Source: an optimization exercise on an open RTL-to-GDS flow (aim: small area). Production flows keep margins and buffers that such runs may drop.
In this exercise RTL edits were held to simulation tests only and were not proved equivalent to the original.
No activity file was given, so power comes from the tool's default toggle rates.

## flow/config.mk

```make
export PLATFORM = sky130hd
export DESIGN_NAME = uplink_rx
export DESIGN_NICKNAME = uplink_rx
export VERILOG_FILES = /design/flow/design.v
export SDC_FILE = /design/flow/constraint.sdc
export NUM_CORES = 4
export LEC_CHECK = 0
export ABC_AREA = 1
export CAP_MARGIN = 20
export CORE_MARGIN = 2
export CORE_UTILIZATION = 80
export PLACE_DENSITY = 0.9
export SLEW_MARGIN = 20
```

## flow/constraint.sdc

```tcl
create_clock -name core_clock -period 10.0 [get_ports {clk}]
set_input_delay 2.0000 -clock core_clock [delete_from_list [all_inputs] [get_ports {clk}]]
set_output_delay 2.0000 -clock core_clock [all_outputs]
set_load 0.01 [all_outputs]
```

## flow/design.v

```verilog
module uplink_rx (
    input  wire        clk,
    input  wire        rst,           
    input  wire        port_kind,     
    input  wire        sof,           
    input  wire        bit_valid,     
    input  wire        bit_data,
    input  wire [15:0] ov_thr,        
    input  wire [15:0] uv_thr,        
    output reg         frame_done,    
    output wire [1:0]  frame_err,     
    output wire [3:0]  ftype,
    output wire [7:0]  seq,
    output wire [7:0]  len,
    output wire [31:0] status,
    output wire        val_valid,     
    output wire [4:0]  val_idx,
    output wire [15:0] val_data,
    output wire        val_ov,
    output wire        val_uv,
    output wire        val_sus
);
    localparam [31:0] CRC_POLY = 32'h04C1_1DB7;
    localparam [2:0] S_IDLE = 3'b000, S_DEAD = 3'b001, S_HDR = 3'b010,
                     S_PAY = 3'b100, S_STAT = 3'b101, S_CRC = 3'b110;
    reg [2:0]  st;
    reg [8:0]  cnt;         
    reg [4:0]  ph;          
    reg [31:0] crcn;        
    reg [31:0] sr;          
    reg [2:0]  ft_r;        
    reg [7:0]  seq_r;
    reg [2:0]  w_lo;        
    reg        rel_pend, rel_act;
    wire [4:0] ph1 = ph + 5'd1;
    wire [4:0] b   = cnt[4:0];
    wire [3:0] w_r = {!ft_r[2] && !ft_r[0], w_lo};
    wire in_hdr  = (st == S_HDR);
    wire in_pay  = (st == S_PAY);
    wire in_stat = (st == S_STAT);
    wire in_crc  = (st == S_CRC);
    wire [30:0] hs   = crcn[30:0];
    wire [2:0] h_ft  = hs[29:27];
    wire [3:0] h_w   = hs[16:13];
    reg pair_ok;
    always @(*) begin
        case (h_ft)
            3'h0: pair_ok = !port_kind && (h_w == 4'd12);
            3'h1: pair_ok =  port_kind && (h_w == 4'd4);
            3'h2: pair_ok = !port_kind && (h_w == 4'd9);
            3'h3: pair_ok = (h_w >= 4'd1) && (h_w <= 4'd4);
            3'h4: pair_ok = (h_w == 4'd0);
            3'h5: pair_ok = (h_w == 4'd0);
            3'h7: pair_ok = (h_w == 4'd1);
            default: pair_ok = 1'b0;
        endcase
    end
    wire hdr_ok = pair_ok && hs[30] && (hs[18:17] == 2'd0) &&
                  (hs[12:0] == 13'd0) && !bit_data;
    wire hdr_end  = in_hdr && (b == 5'd31);
    wire pay_end  = in_pay && (cnt[8:5] == w_r) && (b == 5'd0);
    wire stat_end = in_stat && (b == 5'd0);
    wire crc_end  = in_crc && (b == 5'd31);
    wire crc_ok = (crcn == 32'd0);
    wire dead   = (st == S_DEAD);
    always @(posedge clk) begin
        if (rst) begin
            st         <= S_IDLE;
            frame_done <= 1'b0;
            rel_pend   <= 1'b0;
            rel_act    <= 1'b0;
        end else begin
            frame_done <= 1'b0;
            if (sof) begin
                st <= S_HDR;
            end else if (bit_valid) begin
                if (hdr_end) begin
                    st <= hdr_ok ? S_PAY : S_DEAD;
                    frame_done <= !hdr_ok;
                end
                if (pay_end)  st <= S_STAT;
                if (stat_end) st <= S_CRC;
                if (crc_end) begin
                    st <= S_IDLE;
                    frame_done <= 1'b1;
                end
            end
            if (frame_done && !dead && crc_ok && (w_r != 4'd0))
                rel_pend <= 1'b1;
            else if (ph == 5'd23)
                rel_pend <= 1'b0;
            if (rel_pend && ph == 5'd23)
                rel_act <= 1'b1;
            else if (ph1 == {w_r, 1'b0})
                rel_act <= 1'b0;
        end
    end
    always @(posedge clk) begin
        ph <= (rst || ph == 5'd23) ? 5'd0 : ph1;
        if (sof)
            cnt <= 9'd480;
        else if (bit_valid)
            cnt <= cnt + 9'd1;
        if (bit_valid)
            crcn <= {crcn[30:0], bit_data ^ !in_hdr} ^ ((!crcn[31] && !in_hdr) ? CRC_POLY : 32'd0);
        if (bit_valid && (in_pay || (in_stat && !stat_end)))
            sr <= {sr[30:0], bit_data};
        if (bit_valid && hdr_end) begin
            ft_r  <= h_ft;
            seq_r <= hs[26:19];
            w_lo  <= h_w[2:0];
        end
    end
    wire       wen = st[2];
    wire [3:0] wj  = cnt[3:0];
    wire [4:0] wi  = cnt[8:4];
    wire       eq0 = (ph == wi);           
    wire       eq1 = (ph1 == wi);          
    wire [3:0] gwe;
    assign gwe[0] = wen && (wj[3:2] == 2'd1) && eq0;
    assign gwe[1] = wen && (wj[3:2] == 2'd2) && eq0;
    assign gwe[2] = wen && (wj[3:2] == 2'd3) && eq0;
    assign gwe[3] = wen && (wj[3:2] == 2'd0) && eq1;
    wire [3:0] src;
    assign src[0] = sr[wj[1:0] + 3'd3];
    assign src[1] = sr[wj[1:0] + 3'd2];
    assign src[2] = sr[wj[1:0] + 3'd1];
    assign src[3] = sr[wj[1:0]];
    genvar l;
    generate
        for (l = 0; l < 16; l = l + 1) begin : lane
            reg [23:0] r;
            always @(posedge clk)
                r <= {r[22:0], gwe[l / 4] ? ~src[l % 4] : r[23]};
            assign val_data[15 - l] = ~r[23];
        end
    endgenerate
    assign val_valid = rel_act;
    assign val_idx   = ph;
    function automatic gt16(input [15:0] a, input [15:0] b);
        integer k;
        reg c;
        begin
            c = 1'b0;
            for (k = 0; k < 16; k = k + 1)
                c = (a[k] & ~b[k]) | ((a[k] | ~b[k]) & c);
            gt16 = c;
        end
    endfunction
    wire cells = w_r[3] & w_r[2];
    assign val_ov  = cells && gt16(val_data, ov_thr);
    assign val_uv  = cells && gt16(uv_thr, val_data);
    assign val_sus = cells && (gt16(val_data, 16'd50000) || sr[25]);
    assign frame_err = {!dead && !crc_ok, dead};
    assign ftype  = {1'b1, ft_r};
    assign seq    = seq_r;
    assign len    = {2'b00, w_r, 2'b00};
    assign status = sr;
endmodule
```

## flow/flow/run.sh

```bash
#!/bin/bash
# The standard ORFS layout with three changes:
#  - synthesis: the same script (synth_recipe.tcl), but ABC maps with an
#    area-oriented script (flow/area.abc); registers are mapped before ABC
#    and are unchanged;
#  - the port buffers are sky130_fd_sc_hd__buf_1;
#  - CTS clusters sinks under clkbuf_8 buffers, without dummy loads.
set -euo pipefail
W=$PWD
{ head -n 1 synth_recipe.tcl; cat flow/abc_override.tcl; tail -n +2 synth_recipe.tcl; } > flow_synth.tcl
sed "s#SYNTH_SCRIPT=[^ ]*#SYNTH_SCRIPT=$W/flow_synth.tcl#" standard.sh > flow_standard.sh
grep -q "SYNTH_SCRIPT=$W/flow_synth.tcl" flow_standard.sh
export AREA_ABC_SCRIPT=$W/flow/area.abc
export BUFFER_PORTS_ARGS="-buffer_cell sky130_fd_sc_hd__buf_1"
export CTS_ARGS="-sink_clustering_enable -repair_clock_nets -dont_use_dummy_load -sink_clustering_size 16 -sink_clustering_max_diameter 40 -buf_list {sky130_fd_sc_hd__clkbuf_8}"
bash flow_standard.sh > standard.log 2>&1
```

## flow/flow/abc_override.tcl

```tcl
# Run ABC with an area-oriented script (flow/area.abc) in place of ORFS's.
proc abc {args} {
  set i [lsearch -exact $args -script]
  if {$i >= 0} { lset args [expr {$i + 1}] $::env(AREA_ABC_SCRIPT) }
  yosys abc {*}$args
}
```

## flow/flow/area.abc

```
strash; dc2; dch -f; map -a; mfs2; strash; dch -f; map -a; mfs2; strash; dch -f; map -a; topo; dnsize -c
```

## flow/standard.sh

```bash
#!/bin/bash
# synth_recipe.tcl (not shown) runs the flow's synth.tcl, then flattens the netlist and writes it again
# the make line also repeats each setting of config.mk as NAME=value (left out here)
make -C /OpenROAD-flow-scripts/flow DESIGN_CONFIG=/design/flow/config.mk WORK_HOME=/design/flow/orfs CLKGATE_MAP_FILE= SYNTH_SCRIPT=/design/flow/synth_recipe.tcl "${@:-finish}"
```

==> results of run 1 <==
==> kinds of logic after synthesis <==
logic type / Yosys count / synth area share [%]
muxes: 2 / 0.164
buffers and inverters: 62 / 2.09
and+or+nand+nor: 123 / 4.35
adders and majority gates: 4 / 0.410
xor gates and xnor gates: 24 / 1.72
AOI/OAI and AO/OA: 116 / 5.70
other: 2 / 0.0616
DFF: 482 / 85.5
==> placed cells by master (no fill, tap or decap), drive strengths merged, types with 2 or more instances in the layout <==
cell type  netlist  routed
dfxtp          404     404
buf              6     112
edfxtp          78      78
clkinv          56      56
nor2            44      44
nand2           44      44
o21ai           41      41
clkbuf           0      40
a21oi           27      27
xnor2           14      14
o22ai           13      13
a22oi           12      12
nor4            11      11
xor2            10      10
nand3            8       8
nor3             8       8
nand4            6       6
conb             2       5
o21a             4       4
ha               4       4
a211oi           3       3
a221oi           3       3
a31oi            3       3
o21bai           2       2
mux2i            2       2
==> critical path: stages <==
cell and delay, ps:
buf_1 90, a211oi_1 220, nor2_1 70, a221oi_1 210
o21ai_0 120, o21a_1 110, a21oi_1 110, o21a_1 130
nor2_1 60, a221oi_1 260, o21ai_0 180, o21ai_0 190
a21oi_1 130, a21oi_1 300, nand2_1 80, a21oi_1 190
buf_1 170
==> final timing paths <==
check                   endpoint  slack [ps]  cells after the start
setup / recovery          val_ov        3380                     17
hold / removal    lane[10].r[12]         300                      0
setup reg to reg   lane[12].r[0]        7080                      8
hold reg to reg   lane[10].r[12]         300                      0
==> layout make-up <==
class / count / area (µm²)
fill: 558 / 1650
sequential: 482 / 10400
clock buffer: 39 / 537
timing repair buffer: 113 / 429
inverter: 56 / 210
tap: 188 / 235
multi-input combinational: 274 / 1540
==> layer usage <==
metal  vias up  wire [µm]  global-route usage, %
met5         -          0                      0
met4         0       1240                   15.8
met3       114       1510                   4.86
met2       378      11500                   50.5
met1      3178       9000                   35.5
li1       3004          -                      -
==> power by group through the flow <==
stage	registers, mW	logic [mW]	clock network [mW]
2_1_floorplan	2.04	0.0326	0
3_3_place_gp	2.04	0.0475	0
3_5_place_dp	2.04	0.0537	0
4_1_cts	2.00	0.0555	0.906
5_1_grt	2.00	0.0613	0.969
6_report	2.00	0.0567	0.895
==> through the flow <==
| step | instance area [µm²] | std cells |
|---|---|---|
| after floorplan | 12200 | 818 |
| after global placement | 12800 | 1113 |
| after detailed placement | 12800 | 1113 |
| after CTS | 13400 | 1152 |
| after global routing | 13400 | 1152 |
| final | 13400 | 1152 |
==> registers in the layout, summed over array words and instances, names as in the netlist <==
signal      flops
cnt             9
crcn           32
frame_done      1
ft_r            3
lane.r        384
ph              5
rel_act         1
rel_pend        1
seq_r           8
sr             32
st              3
w_lo            3
==> summary.md, run 1 <==
| Metric | Value |
|---|---|
| Outcome | no timing/DRC/antenna violations |
| Cell Pwr Density | 220 nW/µm² |
| Slew margin rel. | 31.6% |
| Row count | 45 |
| Fin util | between 80% and 90% |
| Total clock sinks | roughly 480 |
| Pin count of the biggest net entering global routing | 37 |
| Setup Crit Path Kind | in2out |
| Antenna Nets Post-Route | 0 |
| Via count | 6674 |
| Clk_skew | 45.4 ps |
| Cell taking the most area after synthesis | dfxtp_1 |
| ANT cells | 0 |
| Starting Density | roughly four fifths |
| Final WS setup | around 3400 ps |
| Vias in the first global route | between 6000 and 7000 |
| Initial DRC Count | roughly 660 |
| Worst Min Path Start | lane[10].r[11] |
| Post-CTS setup buffer count | 0 |
| Root buf cell | clkbuf_8 |
| Crit path arrival time | 4620 ps |
| NetSw | 0.595 mW |
| Detailed Route WL | roughly 23000 µm |
| Clock Latency Late Sink | 560 ps |
| Int Pwr | between 2 and 2.5 mW |
| H-Tree Depth | 2 |
| Initial antenna violation count | 0 |
| Main synth FF type | dfxtp_1 |
| Synthesis-stage register bit count | 482 |
| Post-synth ARST share | 0% |
| Synth top cells by count | dfxtp_1 (404), edfxtp_1 (78), clkinv_1 (56) |
| CP Max Fanout | 2 |
| Pre-antenna DRT Iters | 8 |
| Measured slew at the worst slew-check pin | ~1000 ps |
| Critical Path RT | about 8000 ps |
| Clock Pin Slew Worst Setup and Hold Paths | around 90 ps |
| CP Launch Type | primary input |
| Synthesis Warnings | 1 |
| Crit path from | ov_thr[0] |
| CTS tree | built |
| Leak | about 5 nW |
| Sw Ratio | around a fifth |
| Core area | between 15000 and 20000 µm² |
| DR WL/cell | between 20 and 25 µm |
| Post-synth EDFFs | 78 |
| Syn Std Cell Area | approximately 12000 µm² |
| Min-Delay Path Class | reg2reg |
| Share of the synthesized area in the top cell type | about 66% |
| Top Ports | 118 |
| Hold slack final | 305 ps |
| Final period util | 66.2% |
| Die height | 127 µm |
| Synth unique cells | 34 |
| Final Hold Vio Count | 0 |
| GRT Total Usage | between 20 and 30% |
| Hold_buf cts | 0 |
| NumNets Final | between 1000 and 1500 |
| RSZ-0062 raised after global routing | no |
| Cells after synthesis | around 800 |
| # setup viols final | 0 |
| Seq/Total Area, Yosys | between 80 and 90% |
| Fmax | approximately 150 MHz |
| Reg power frac | about two thirds |
| Layout cells sized above 1 | 4.46% |
| Chip width | approximately 130 µm |
| Post-cts resize count | 0 |
| Area grow syn2layout | 9.71% |
| Maximum VDD drop | approximately 0.21 mV |
| First-pass GRT wire length | ~36000 µm |
| Max_cap viols | 0 |
| Fin crit period | 6620 ps |
| Final Max Slew Viols | 0 |
| Final GP Congestion | between 0.9 and 1 |
| Most frequent cell after synthesis | dfxtp_1 |
| CTS Buf Count | 39 |
| Port bufs | 112 |
| TNS Setup | 0 ps |
| Overflow after GRT | 0 |
| Worst slack, placed | ~3600 ps |
| Setup crit end kind | output port |
| DP HPWL | approximately 15000 µm |
| Clock power frac | a little under a third |
| DRC errors left | 0 |
| Synth top area cells | dfxtp_1 (66%), edfxtp_1 (19%), clkinv_1 (1.7%) |
| R2r startpoint | ph[0] |
| Total power | 2.95 mW |
| Vias per Instance | 5.79 |
| Comb power frac | 1.9% |
| Clock Tree Buf Depth | 3 |
| Die ar. | about 16000 µm² |
| Avg Cell Area, Syn | about 15 µm² |
==> run 2: changes to the inputs <==
--- a/flow/design.v
+++ b/flow/design.v
@@ -30,11 +30,10 @@
     reg [31:0] sr;          
     reg [2:0]  ft_r;        
     reg [7:0]  seq_r;
-    reg [2:0]  w_lo;        
+    reg [3:0]  w_r;         
     reg        rel_pend, rel_act;
     wire [4:0] ph1 = ph + 5'd1;
     wire [4:0] b   = cnt[4:0];
-    wire [3:0] w_r = {!ft_r[2] && !ft_r[0], w_lo};
     wire in_hdr  = (st == S_HDR);
     wire in_pay  = (st == S_PAY);
     wire in_stat = (st == S_STAT);
@@ -108,7 +107,7 @@
         if (bit_valid && hdr_end) begin
             ft_r  <= h_ft;
             seq_r <= hs[26:19];
-            w_lo  <= h_w[2:0];
+            w_r   <= h_w;
         end
     end
     wire       wen = st[2];
--- a/flow/flow/run.sh
+++ b/flow/flow/run.sh
@@ -12,5 +12,5 @@
 grep -q "SYNTH_SCRIPT=$W/flow_synth.tcl" flow_standard.sh
 export AREA_ABC_SCRIPT=$W/flow/area.abc
 export BUFFER_PORTS_ARGS="-buffer_cell sky130_fd_sc_hd__buf_1"
-export CTS_ARGS="-sink_clustering_enable -repair_clock_nets -dont_use_dummy_load -sink_clustering_size 16 -sink_clustering_max_diameter 40 -buf_list {sky130_fd_sc_hd__clkbuf_8}"
+export CTS_ARGS="-sink_clustering_enable -repair_clock_nets -dont_use_dummy_load -sink_clustering_size 22 -sink_clustering_max_diameter 45 -root_buf sky130_fd_sc_hd__clkbuf_16 -sink_clustering_buffer sky130_fd_sc_hd__clkbuf_8 -buf_list {sky130_fd_sc_hd__clkbuf_8 sky130_fd_sc_hd__clkbuf_16}"
 bash flow_standard.sh > standard.log 2>&1
==> flow/flow/area.abc (replaced) <==
strash; dc2; dch -f; map -a; mfs2; strash; dch -f; map -a; topo; dnsize -c
==> run 2 against run 1 <==
Net effect: largest cell class unchanged; critical endpoint is now val_uv; critical path depth up 1; synthesized cell count up 0.12%; clock skew up 1.1 ps; global-route usage up 2.1 points; sequential cell count up 1; non-clock buffer count up 1.
==> summary.md, run 2 <==
| Metric | Value |
|---|---|
| Outcome | no timing/DRC/antenna violations (unchanged) |
| Die ar. | 16300 µm² (about the same) |
| Final Hold Vio Count | 0 (unchanged) |
| CP Depth | 18 (was 17) |
| Vias in the first global route | 6843 (was 6838) |
| Clock Latency Late Sink | 530 ps (was 560 ps) |
| Synthesis Warnings | 1 (unchanged) |
| CTS Buf Count | 31 (was 39) |
| Crit path arrival time | 4580 ps (was 4620 ps) |
| RSZ-0062 raised after global routing | no (unchanged) |
| Port bufs | 112 (unchanged) |
| Post-cts resize count | 0 (unchanged) |
| Final GP Congestion | 0.872 (was 0.908) |
| Top Ports | 118 (unchanged) |
| Family with the most delay on the worst path | compound AO/OA/AOI/OAI gates (unchanged) |
| Setup crit end kind | output port (unchanged) |
| CP Launch Type | primary input (unchanged) |
| Maximum VDD drop | 0.141 mV (was 0.213 mV) |
| Row count | 45 (unchanged) |
| Die height | 128 µm (was 127 µm) |
| Cells after synthesis | 816 (was 815) |
| Total clock sinks | 483 (was 482) |
| Crit path top cell by count | nor2_1 (was a21oi_1) |
| DP HPWL | 15800 µm (was 14800 µm) |
| Pin count of the biggest net entering global routing | 40 (was 37) |
| Hold path cells | 0 (unchanged) |
| Crit-path cells | buf_1 > a22oi_1 > o21ai_0 > o21ai_0 > a21oi_1 > a221oi_1 > nor2_1 > a21oi_1 > nor2_1 > a221oi_1 > nor2_1 > a21oi_1 > nor2_1 > a221oi_1 > o21ai_0 > o221ai_1 > a211oi_1 > buf_1 (was buf_1 > a211oi_1 > nor2_1 > a221oi_1 > o21ai_0 > o21a_1 > a21oi_1 > o21a_1 > nor2_1 > a221oi_1 > o21ai_0 > o21ai_0 > a21oi_1 > a21oi_1 > nand2_1 > a21oi_1 > buf_1) |
| Cell Pwr Density | 217 nW/µm² (was 220 nW/µm²) |
| Synthesis-stage register bit count | 483 (was 482) |
| Initial antenna violation count | 0 (unchanged) |
| CP Buf/Inv Count | 2 (unchanged) |
| Final Max Slew Viols | 0 (unchanged) |
| # setup viols final | 0 (unchanged) |
| First-pass GRT wire length | 38300 µm (was 36000 µm) |
| Avg Cell Area, Syn | 15.0 µm² (about the same) |
| Setup Crit Path Kind | in2out (unchanged) |
| Critical Path RT | 8000 ps (about the same) |
| DRC errors left | 0 (unchanged) |
| Main synth FF type | dfxtp_1 (unchanged) |
| Most common cell after layout, fill and taps aside | dfxtp_1 (unchanged) |
| Initial DRC Count | 545 (was 663) |
| Post-synth EDFFs | 79 (was 78) |
| Clock Tree Buf Depth | 3 (unchanged) |
| Seq/Total Area, Yosys | 85.6% (was 85.5%) |
| Post-CTS setup buffer count | 0 (unchanged) |
| Total power | 2.90 mW (was 2.95 mW) |
| Chip width | 128 µm (was 127 µm) |
| Register bank with the most flops | lane.r (unchanged) |
| Min-Delay Path Class | reg2reg (unchanged) |
| Area after DPL | 12900 µm² (was 12800 µm²) |
| Synth top area cells | dfxtp_1 (66%), edfxtp_1 (19%), o21ai_0 (1.8%) (was dfxtp_1 (66%), edfxtp_1 (19%), clkinv_1 (1.7%)) |
| Area grow syn2layout | 9.15% (was 9.71%) |
| Measured slew at the worst slew-check pin | 1200 ps (was 1020 ps) |
| ANT cells | 0 (unchanged) |
| Overflow after GRT | 0 (unchanged) |
| Max_cap viols | 0 (unchanged) |
| Post-synth ARST share | 0% (unchanged) |
| DR WL/cell | 22.1 µm (was 20.2 µm) |
| Fmax | 152 MHz (was 151 MHz) |
| Vias per Instance | 5.83 (was 5.79) |
| Syn Std Cell Area | 12200 µm² (about the same) |
| H-Tree Depth | 1 (was 2) |
| Hold_buf cts | 0 (unchanged) |
| Clk_skew | 46.5 ps (was 45.4 ps) |
| TNS Setup | 0 ps (unchanged) |
| Antenna Nets Post-Route | 0 (unchanged) |
| Synth unique cells | 32 (was 34) |
| Most frequent cells in the layout | dfxtp_1 (404), buf_1 (111), edfxtp_1 (79), clkinv_1 (52), nor2_1 (48) (was dfxtp_1 (404), buf_1 (111), edfxtp_1 (78), clkinv_1 (56)) |
| Final period util | 65.8% (was 66.2%) |
| Pre-antenna DRT Iters | 6 (was 8) |
| Max reg flops | 384 (unchanged) |
| Cell taking the most area after synthesis | dfxtp_1 (unchanged) |
| CTS tree | built (unchanged) |
| Core area | 15100 µm² (was 15000 µm²) |
| GRT Total Usage | 31.3% (was 29.2%) |
| Most frequent cell after synthesis | dfxtp_1 (unchanged) |
| Share of the synthesized area in the top cell type | 66.2% (was 66.3%) |
| Layout cells sized above 1 | 4.18% (was 4.46%) |
| Root buf cell | clkbuf_16 (was clkbuf_8) |
| Clock Pin Slew Worst Setup and Hold Paths | 120 ps (was 90 ps) |
| Detailed Route WL | 25300 µm (was 23300 µm) |
| Via count | 6682 (was 6674) |
| NumNets Final | 1002 (was 1008) |
| Slowest cell on crit path | a221oi_1 (was a21oi_1) |
| Final Cell Area | 13300 µm² (was 13400 µm²) |
| Fin crit period | 6580 ps (was 6620 ps) |
| Critical Path Max Stage Delay | 280 ps (was 300 ps) |
| Leak | 4.92 nW (was 4.97 nW) |
| Synth top cells by count | dfxtp_1 (404), edfxtp_1 (79), clkinv_1 (52) (was dfxtp_1 (404), edfxtp_1 (78), clkinv_1 (56)) |
| CP Max Fanout | 2 (unchanged) |
| Starting Density | 81.0% (was 81.1%) |
| Reg2reg path depth | 7 (was 8) |
| Top Registers | lane.r: 384 flops, crcn: 32 flops, sr: 32 flops (unchanged) |
| Slew margin rel. | 18.2% (was 31.6%) |
==> run 2: area by class of cell <==
class                      count  area (µm²)
clock buffer                  31         460
inverter                      52         195
fill                         531        1750
sequential                   483       10500
multi-input combinational    278        1560
tap                          188         235
timing repair buffer         114         437
==> run 2: power breakdown <==
part	internal, mW	switching (mW)
registers	1.99	0.0153
logic	0.0181	0.0354
clock network	0.308	0.537
total	2.31	0.588
==> run 2: logic make-up (layout without fill, tap and decap cells) <==
group | after synthesis | after routing | synth area share [%]
xor gates and xnor gates | 25 | 25 | 1.79
and+or+nand+nor | 136 | 136 | 4.81
DFF | 483 | 483 | 85.6
other | 2 | 5 | 0.0614
buffers and inverters | 58 | 197 | 1.96
adders and majority gates | 4 | 4 | 0.409
AOI/OAI and AO/OA | 108 | 108 | 5.40
==> run 2: metal layers <==
metal,vias up,routed length (µm),track usage [%]
li1,2986,-,-
met1,3203,9610,39.4
met2,400,12900,55.3
met3,93,1930,5.90
met4,0,813,10.5
met5,-,0,0
==> run 2: per-stage QoR <==
| stage | util (%) | worst slack (ps) | cells | hold WS (ps) |
|---|---|---|---|---|
| global route | 88.4 | 3300 | 1146 | 294 |
| CTS | 88.3 | 3470 | 1146 | 292 |
| floorplan | - | 4360 | 819 | 310 |
| global placement | 85.3 | 4030 | 1115 | 310 |
| detailed placement | 85.3 | 3690 | 1115 | 312 |
| finish | 88.4 | 3420 | 1146 | 296 |
==> run 2: path summary, 6_finish.rpt <==
| path | slack [ps] | end | startpoint |
|---|---|---|---|
| worst min-delay path | 300 | lane[11].r[5] | lane[11].r[4] |
| worst max register to register | 6910 | lane[10].r[0] | cnt[6] |
| worst max-delay path | 3420 | val_uv | uv_thr[1] |
| worst min register to register | 300 | lane[11].r[5] | lane[11].r[4] |

separate check: timing with driven ports:
The flow's constraints put no driver on any port. The routed layouts listed below were extracted and timed again, unchanged, in two steps. Step 1: set_driving_cell puts a clkbuf_16 on clk and a buf_2 on each other input, an assumption about the parent block. Step 2, shift: input delay + t, output delay - t, t = (earliest + latest rising clock arrival at the registers) / 2. This alone moves slack from input paths to output paths. Slacks: ideal ports / drivers / drivers and shift; pairs: ideal ports / drivers.
| run | t, ns | setup slack, ns | hold slack, ns | latest minus earliest clock arrival (ns) | pins driven straight from the clock port |
|---|---|---|---|---|---|
| run 1 | 0.573 | 3.377 / 3.355 / 3.355 | 0.305 / 0.305 / 0.305 | 0.051 / 0.050 | 1 |
| run 2 | 0.553 | 3.418 / 3.398 / 3.398 | 0.296 / 0.296 / 0.296 | 0.047 / 0.047 | 1 |
After both steps setup and hold are still met in every run listed. The setup slack of run 1, which loses most, moves by -0.022 ns with the drivers and by -0.022 ns with both steps.
